This design comes from an exercise in tuning for small area, a short achievable clock period and few clock cycles on the open sky130 flow, not from production work.
Where RTL was checked, it was by simulation tests only, not by an equivalence proof against the original.

run A:
// hive_div
module hive_div (
    input  wire        clk,
    input  wire        rst,
    input  wire        in_valid,
    output wire        in_ready,
    input  wire [1:0]  in_op,
    input  wire [31:0] in_a,
    input  wire [31:0] in_b,
    output reg         out_valid,
    output wire [31:0] out_result
);
==> flow/config.mk <==
export PLATFORM = sky130hd
export DESIGN_NAME = hive_div
export DESIGN_NICKNAME = hive_div
export VERILOG_FILES = /design/flow/design.v
export SDC_FILE = /design/flow/constraint.sdc
export NUM_CORES = 4
export LEC_CHECK = 0
export ABC_AREA = 1
export CAP_MARGIN = 20
export CORE_MARGIN = 2
export CORE_UTILIZATION = 30
export PLACE_DENSITY = 0.6
export SLEW_MARGIN = 20
==> flow/constraint.sdc <==
create_clock -name core_clock -period 10.0 [get_ports {clk}]
set_input_delay 2.0000 -clock core_clock [delete_from_list [all_inputs] [get_ports {clk}]]
set_output_delay 2.0000 -clock core_clock [all_outputs]
set_load 0.01 [all_outputs]
standard.sh (not shown) runs the stock make flow with config.mk's settings and CLKGATE_MAP_FILE= SYNTH_SCRIPT=/design/flow/synth_recipe.tcl, a recipe that flattens the netlist after the stock synthesis.
==> flow/flow/run.sh <==
#!/bin/bash
# The standard layout, with timing repair aimed at a shorter period than the
# clock's: repair_timing treats any path with less than 7 ns of slack at the
# 10 ns clock as failing. Constraints and clock are the design's own.
set -euo pipefail
bash standard.sh finish SETUP_SLACK_MARGIN=7 > flow_make.log 2>&1
Testbench counts of run A, summed over its fixed seeds: cycles 70,102.
For run B, these inputs were changed with respect to run A:
Settings: CORE_UTILIZATION: 30 -> 40.
Notes after the runs:
Run A fits on a die that is larger than the die of run B. Number of signal-net buffers in the layout in run B vs run A: down 13. Start point of the critical path = Q[1]: run A; start point of the critical path = Q[11]: run B. Run B vs. run A: global router's overall resource usage went up 5.3 points. The number of DRC markers after the initial detailed-route iteration in run B sits 52 below the value recorded for run A. Going from run A to run B, via count shrinks by 184.

* * *

## job 9324
Another version of the RTL of hive_div (not shown whole).
For scale: roughly 1,800 cells after synthesis, about 120 flip-flops, about 100 I/O pins, roughly 12,000 um^2 of cells after synthesis.
clock: 10.0 ns
lec_check: 0
abc_area: 1
cap_margin: 20
core_margin: 2
core_utilization: 40
place_density: 0.6
slew_margin: 20
Scripts as last shown in full above: flow/flow/run.sh
Job 9324 completed; timing, DRC and antenna clean
Modified inputs, job 9297 compared to job 9324
==> flow/flow/run.sh <==
#!/bin/bash
# The standard layout, with timing repair aimed at a shorter period than the
# clock's: repair_timing treats any path with less than 6.8 ns of slack at the
# 10 ns clock as failing. Constraints and clock are the design's own.
set -euo pipefail
bash standard.sh finish SETUP_SLACK_MARGIN=6.8 > flow_make.log 2>&1
==> summary.txt <==
- Global-route wire length before repair: higher on job 9324
- Between job 9297 and job 9324, the detail-routed via count per cell does not differ in any meaningful way.
- | total routing usage reported by global routing | job 9297 vs job 9324 | 2.0 points lower |
No functional check of the RTL was part of any run of this note.

* * *

build 26:
hive_div, a different RTL version from the one above (not shown whole).
Size in the first run: ~1300 cells after synthesis, about 120 flip-flops, about 100 I/O pins, about 11000 um2 of cells after synthesis.
make LEC_CHECK=0 CAP_MARGIN=20 CORE_MARGIN=2 CORE_UTILIZATION=65 PLACE_DENSITY=0.8 SETUP_SLACK_MARGIN=5 SLEW_MARGIN=20 finish   # period 10.0 ns
run.sh (not shown) runs the stock make flow with config.mk's settings and CLKGATE_MAP_FILE= SYNTH_SCRIPT=/design/flow/synth_recipe.tcl, a recipe that flattens the netlist after the stock synthesis.
Stock flow here: none of the scripts above is used.
In summary, build 26 completed successfully, with a layout that passed the timing, DRC and antenna checks.
Testbench counts of build 26, summed over its fixed seeds: cycles 70,102.
For build 36, these inputs were changed with respect to build 26:
- swapping 65 for 40 in CORE_UTILIZATION
- putting ABC_AREA at 1 where nothing was set
- swapping 0.8 for 0.6 in PLACE_DENSITY
Build 36 reached the end of the flow, and the finished layout is clean on the timing, DRC and antenna checks.
The non-clock buffer count in build 36 was lower than what build 26 gave.
Compared with build 26, build 36 shows die area higher by 68%.
Relative to build 26, half-perimeter wire length after placement has increased by about 34% in build 36.
Of the two values seen for critical path's slowest cell, sky130_fd_sc_hd__a2111oi_0 was produced by build 26 and sky130_fd_sc_hd__nand2_1 by build 36.
diff inputs: build 36 => build 79
- removing ABC_AREA (formerly 1)
Findings:
~same area of all sequential standard cells in build 36 and build 79. Setup WNS build 36 -> build 79: worse. A start point of the critical path of frc_x$_DFF_P_ is what build 79 shows, while cnt[4]$_DFF_P_ belongs to build 36. Amount of wire on met2 after detailed routing down 2600 um in build 79 wrt build 36. The register-to-register slack number comes out lower for build 79 vs build 36. Summary of build 79 over build 36: sequential share of layout area now sits higher, share of cell area taken by muxes after synthesis now sits higher, signal arrival time at the worst endpoint now sits higher.
Changes in build 69 relative to build 79:
- SETUP_SLACK_MARGIN removed (was 5)
- ABC_AREA newly set to 1
==> flow/flow/run.sh (new file) <==
#!/bin/bash
# The standard layout, with timing repair aimed at a shorter period than the
# clock's: repair_timing treats any path with less than 6 ns of slack at the
# 10 ns clock as failing. Constraints and clock are the design's own.
set -euo pipefail
bash standard.sh finish SETUP_SLACK_MARGIN=6 > flow_make.log 2>&1
==> flow/standard.sh (new file) <==
#!/bin/bash
# synth_recipe.tcl (not shown) runs the flow's synth.tcl, then flattens the netlist and writes it again
# the make line also repeats each setting of config.mk as NAME=value (left out here)
make -C /OpenROAD-flow-scripts/flow DESIGN_CONFIG=/design/flow/config.mk WORK_HOME=/design/flow/orfs CLKGATE_MAP_FILE= SYNTH_SCRIPT=/design/flow/synth_recipe.tcl "${@:-finish}"
removed: flow/run.sh
Findings:
- Build 69: global placement routability congestion higher than build 79
- From build 79 to build 69 the numbers moved as follows: maximum frequency grew by 47 MHz; fraction of area in clock buffers and inverters shrank by 0.32 points.
- The library cell contributing the largest single delay on the critical path comes out sky130_fd_sc_hd__clkdlybuf4s50_1 in one run and sky130_fd_sc_hd__a2111oi_0 in the other, namely in build 69 and build 79 respectively.
- On delay of the slowest cell on the worst path: between build 79 and build 69, it ends up higher for build 79.
--- input diff build 69..build 61 ---
- ABC_AREA no longer set, was 1
- Higher actual transition at the worst max-transition pin among build 61 and build 69: build 61
- Final area: lower on build 61
- Against build 69, wire length on met3 in build 61 fell by a little under 10%.
- Build 61 ends up with a maximum number of pins on one net before global-route repair that is 6 higher than in build 69.
- Build 61: number of tap cells inserted lower than build 69
- In build 61, area of placed instances is lower than in build 69.
- Share of the clock period used by the worst path after layout ends up lower on build 69.

* * *

== lane 1 ==
The RTL this note starts from:
==> flow/design.v <==
module hive_div (
    input  wire        clk,
    input  wire        rst,
    input  wire        in_valid,
    output wire        in_ready,
    input  wire [1:0]  in_op,
    input  wire [31:0] in_a,
    input  wire [31:0] in_b,
    output reg         out_valid,
    output wire [31:0] out_result
);
    reg        rdy;                  
    reg        p1, p2, it, fx;
    reg        sgn, is_mod, sa, sb;  
    reg        nsb, ee;              
    reg [31:0] R;                    
    reg [31:0] Q;                    
    reg [32:0] D;                    
    reg [4:0]  cnt;
    reg        last, one, dsh;       
    reg        inv_f, frc_f, cfx_f, xfx_f, fxw, dv_f;
    reg        cin, frc_x, xinv;     
    assign in_ready   = rdy;
    assign out_result = Q;
    function [5:0] msb;
        input [31:0] x;
        reg [15:0] v1; reg [15:0] p1_;
        reg [7:0]  v2; reg [15:0] p2_;
        reg [3:0]  v3; reg [11:0] p3_;
        reg [1:0]  v4; reg [7:0]  p4_;
        integer i;
        begin
            for (i = 0; i < 16; i = i + 1) begin
                v1[i]  = x[2*i+1] | x[2*i];
                p1_[i] = x[2*i+1];
            end
            for (i = 0; i < 8; i = i + 1) begin
                v2[i]        = v1[2*i+1] | v1[2*i];
                p2_[2*i+:2]  = v1[2*i+1] ? {1'b1, p1_[2*i+1]} : {1'b0, p1_[2*i]};
            end
            for (i = 0; i < 4; i = i + 1) begin
                v3[i]        = v2[2*i+1] | v2[2*i];
                p3_[3*i+:3]  = v2[2*i+1] ? {1'b1, p2_[4*i+2+:2]} : {1'b0, p2_[4*i+:2]};
            end
            for (i = 0; i < 2; i = i + 1) begin
                v4[i]        = v3[2*i+1] | v3[2*i];
                p4_[4*i+:4]  = v3[2*i+1] ? {1'b1, p3_[6*i+3+:3]} : {1'b0, p3_[6*i+:3]};
            end
            msb = {v4[1] | v4[0], v4[1] ? {1'b1, p4_[7:4]} : {1'b0, p4_[3:0]}};
        end
    endfunction
    wire        e      = sa && sb;
    wire        sdiff  = sa ^ sb;
    wire [31:0] ax     = ee ? {~R[30:0], 1'b1} : R;
    wire [5:0]  ma     = msb(ax);
    wire [5:0]  mb     = msb(~D[31:0]);
    wire [5:0]  nd     = {1'b0, ma[4:0]} - {1'b0, mb[4:0]};    
    wire        a_zero = (R == 32'd0) && !sa;
    wire        d_ones = (D[31:0] == 32'hFFFF_FFFF);          
    wire        b_zero = d_ones && !sb;
    wire        ovf    = d_ones && sb && (R == 32'h8000_0000);
    wire        spec   = b_zero || ovf;
    wire        zr     = spec || a_zero;
    wire        skip   = nd[5] || !ma[5] || zr;
    wire        addb   = sdiff && !zr;   
    wire [31:0] spec_q = is_mod ? 32'd0 :
                         ovf ? 32'h7FFF_FFFF :
                         !sgn ? 32'hFFFF_FFFF :
                         sa ? 32'h8000_0000 : 32'h7FFF_FFFF;
    wire        fill   = nsb;
    wire [32:0] s0     = D;
    wire [32:0] s1     = cnt[0] ? {s0[31:0], fill}        : s0;
    wire [32:0] s2     = cnt[1] ? {s1[30:0], {2{fill}}}   : s1;
    wire [32:0] s3     = cnt[2] ? {s2[28:0], {4{fill}}}   : s2;
    wire [32:0] s4     = cnt[3] ? {s3[24:0], {8{fill}}}   : s3;
    wire [32:0] Dsh    = cnt[4] ? {s4[16:0], {16{fill}}}  : s4;
    wire [32:0] Y      = D | {33{frc_x}};
    wire [32:0] ga     = {1'b0, R} & Y;
    wire [32:0] pa     = {1'b0, R} ^ Y;
    reg  [32:0] G, P;
    reg  [32:0] cy;                  
    integer     i, k;
    always @(*) begin
        G = ga; P = pa;
        G[0] = ga[0] | (pa[0] & cin);
        for (k = 1; k < 33; k = k * 2)
            for (i = 2 * k - 1; i < 33; i = i + 2 * k) begin
                G[i] = G[i] | (P[i] & G[i - k]);
                P[i] = P[i] & P[i - k];
            end
        for (k = 16; k >= 1; k = k / 2)
            for (i = 3 * k - 1; i < 33; i = i + 2 * k) begin
                G[i] = G[i] | (P[i] & G[i - k]);
                P[i] = P[i] & P[i - k];
            end
        cy = G;
    end
    wire        fits   = cy[32];
    wire [31:0] X      = (pa[31:0] ^ {cy[30:0], cin}) ^ {32{xinv}};
    always @(posedge clk) begin
        if (rst) begin
            rdy       <= 1'b1;
            p1        <= 1'b0;
            p2        <= 1'b0;
            it        <= 1'b0;
            fx        <= 1'b0;
            out_valid <= 1'b0;
        end else begin
            out_valid <= fx;
            if (rdy) begin
                fx  <= 1'b0;
                if (in_valid) begin
                    rdy <= 1'b0;
                    p1  <= 1'b1;
                end
            end
            if (p1) begin
                p1 <= 1'b0;
                if (skip) begin
                    fx  <= 1'b1;
                    rdy <= 1'b1;
                end else begin
                    p2  <= 1'b1;
                end
            end
            if (p2) begin
                p2 <= 1'b0;
                it <= 1'b1;
            end
            if ((p2 && last || it && one) && dv_f) begin
                fx  <= 1'b1;
                rdy <= 1'b1;
            end
            if (it && last) begin
                it  <= 1'b0;
                if (!dv_f) begin
                    fx  <= 1'b1;
                    rdy <= 1'b1;
                end
            end
        end
        if (p2 || (it && fits))
            R <= X;
        if (rdy) begin
            R       <= in_a ^ {32{!in_op[0] && in_a[31] && !in_b[31]}};
            D       <= {1'b1, in_b ^ {32{!(!in_op[0] && in_b[31])}}};
            sgn     <= !in_op[0];
            is_mod  <= in_op[1];
            sa      <= !in_op[0] && in_a[31];
            sb      <= !in_op[0] && in_b[31];
            nsb     <= !(!in_op[0] && in_b[31]);
            ee      <= !in_op[0] && in_a[31] && in_b[31];
        end
        if (p2)
            D <= Dsh;
        if (dsh)
            D <= {D[32], D[32:1]};
        if (p1)
            Q <= spec ? spec_q : {32{addb}};
        if (it)
            Q <= {Q[30:0], fits ^ inv_f};
        if (fx && fxw)
            Q <= X;
        if (p1) begin
            cnt   <= nd[4:0];
            last  <= (nd[4:0] == 5'd0);
            one   <= (nd[4:0] == 5'd1);
            inv_f <= sdiff;
            frc_f <= is_mod && (sa == sb);
            cfx_f <= !(sa && sb);
            xfx_f <= sa;
            fxw   <= is_mod && !spec;
            dv_f  <= !is_mod;
            frc_x <= !skip || !addb;
            cin   <= skip ? (!addb || sa) : !sb;
            xinv  <= skip ? (addb && sa) : e;
        end
        dsh <= !rst && (p2 ? !last : (it && !last && !one));
        if (p2) begin
            frc_x <= 1'b0;
            xinv  <= 1'b0;
        end
        if (it) begin
            if (!last) begin
                cnt  <= cnt - 5'd1;
                last <= one;
                one  <= (cnt == 5'd2);
            end
            else begin
                frc_x <= frc_f;
                cin   <= cfx_f;
                xinv  <= xfx_f;
            end
        end
    end
endmodule
Settings: LEC_CHECK=0, ABC_AREA=1, CAP_MARGIN=20, CORE_MARGIN=2, CORE_UTILIZATION=40, PLACE_DENSITY=0.6, SLEW_MARGIN=20; clock period 10.0 ns.
standard.sh (not shown) runs the stock make flow with config.mk's settings and CLKGATE_MAP_FILE= SYNTH_SCRIPT=/design/flow/synth_recipe.tcl, a recipe that flattens the netlist after the stock synthesis.
==> flow/flow/run.sh <==
#!/bin/bash
# The standard layout, with timing repair aimed at a shorter period than the
# clock's: repair_timing treats any path with less than 7.2 ns of slack at the
# 10 ns clock as failing. Constraints and clock are the design's own.
set -euo pipefail
bash standard.sh finish SETUP_SLACK_MARGIN=7.2 > flow_make.log 2>&1
Edits applied to the flow inputs when going from lane 1 to lane 2:
==> flow/flow/run.sh <==
#!/bin/bash
# The standard layout, with timing repair aimed at a shorter period than the
# clock's: repair_timing treats any path with less than 7 ns of slack at the
# 10 ns clock as failing. Constraints and clock are the design's own.
set -euo pipefail
bash standard.sh finish SETUP_SLACK_MARGIN=7 > flow_make.log 2>&1
Notes after the runs:
- For number of flip-flops and latches, lane 2 and lane 1 come out practically identical.
- From lane 1 to lane 2 the numbers moved as follows: setup slack of the critical path after layout higher, portion of the clock cycle consumed by the worst path in the final layout lower, area growth from synthesis to final layout lower, shortest clock period the worst path allows after layout lower, sequential portion of the cell area higher.
- Summary — share of the core filled with cells in the final layout, lane 2 relative to lane 1: lower, by 2.1 points.
- Lane 2 vs lane 1: number of vias in the routed layout down by a few percent
- Lane 2 vs. lane 1: critical path depth climbed 1.
No functional check of the RTL was part of any run of this note.

* * *

Setup of old:
hive_div, a different RTL version from the one above (not shown whole).
Size in the first run: about 1400 cells after synthesis, roughly 120 flip-flops.
Settings: LEC_CHECK=0, CAP_MARGIN=20, CORE_MARGIN=2, CORE_UTILIZATION=40, PLACE_DENSITY=0.6, SETUP_SLACK_MARGIN=5, SLEW_MARGIN=20; clock period 10.0 ns.
run.sh (not shown) runs the stock make flow with config.mk's settings and CLKGATE_MAP_FILE= SYNTH_SCRIPT=/design/flow/synth_recipe.tcl, a recipe that flattens the netlist after the stock synthesis.
Stock flow here: none of the scripts above is used.
In summary, old completed successfully, with a layout that passed the timing, DRC and antenna checks.
Testbench counts of old, summed over its fixed seeds: cycles 70,102.
#### Input delta (new over old)
==> flow/flow/run.sh (new file) <==
#!/bin/bash
# The standard layout, with timing repair aimed at a shorter period than the
# clock's: repair_timing treats any path with less than 7 ns of slack at the
# 10 ns clock as failing. Constraints and clock are the design's own.
set -euo pipefail
bash standard.sh finish SETUP_SLACK_MARGIN=7 > flow_make.log 2>&1
==> flow/standard.sh (new file) <==
#!/bin/bash
# synth_recipe.tcl (not shown) runs the flow's synth.tcl, then flattens the netlist and writes it again
# the make line also repeats each setting of config.mk as NAME=value (left out here)
make -C /OpenROAD-flow-scripts/flow DESIGN_CONFIG=/design/flow/config.mk WORK_HOME=/design/flow/orfs CLKGATE_MAP_FILE= SYNTH_SCRIPT=/design/flow/synth_recipe.tcl "${@:-finish}"
-- flow/config.mk --
<<< old, line 10
export CORE_UTILIZATION = 40
export PLACE_DENSITY = 0.6
export SETUP_SLACK_MARGIN = 5
export SLEW_MARGIN = 20
>>> new, line 10
export CORE_UTILIZATION = 40
export PLACE_DENSITY = 0.6
export SLEW_MARGIN = 20
removed: flow/run.sh
Notes after the runs:
Having completed the whole flow, new delivered a layout that passed the timing, DRC and antenna checks. Going from old to new, number of maximum-capacitance violations essentially unchanged, fmax increased about 16%, total length of routed wires increased 9.7%, via count increased about 8%. Share of final-layout standard cells stronger than drive strength 1: new and old compared, higher one is new. new vs. old: worst setup slack rose 0.57 ns, final HPWL from detailed placement fell 3.7%.

re-timing with driven ports:
In the flow no input, the clock included, has a driving cell. The finished layouts below were timed again as built, in two steps. Step 1: set_driving_cell puts a clkbuf_16 on clk and a buf_2 on each other input, an assumption about the parent block. Step 2 also shifts input and output timing later by t, the mid clock arrival at the registers, as if the neighbouring blocks saw the same clock. a / b / c = no drivers / after step 1 / after step 2; a / b = the first two.
run	t, ns	setup WS [ns]	worst setup path after step 2	cell pins on the clock port's net
run A	0.479	6.969 / 6.919 / 6.625	input to register	1
run B	0.488	6.979 / 6.923 / 6.644	input to register	1
job 9324	0.493	6.449 / 6.449 / 6.328	input to register	1
job 9297	0.483	6.355 / 6.355 / 5.985	input to register	1
build 26	0.478	5.495 / 5.495 / 5.495	register to register	1
build 36	0.484	5.953 / 5.953 / 5.882	input to register	1
build 79	0.479	5.559 / 5.559 / 5.559	register to register	1
build 69	0.482	6.329 / 6.277 / 5.915	input to register	1
build 61	0.475	6.060 / 6.060 / 5.917	input to register	1
lane 1	0.473	6.670 / 6.670 / 6.670	register to register	1
lane 2	0.481	6.711 / 6.711 / 6.546	input to register	1
old	0.500	5.797 / 5.797 / 5.797	register to register	1
new	0.484	6.363 / 6.363 / 6.363	register to register	1
After both steps setup and hold are still met in every run listed. For build 69, which loses most, drivers alone change the setup slack by -0.052 ns; drivers and shift together by -0.414 ns.
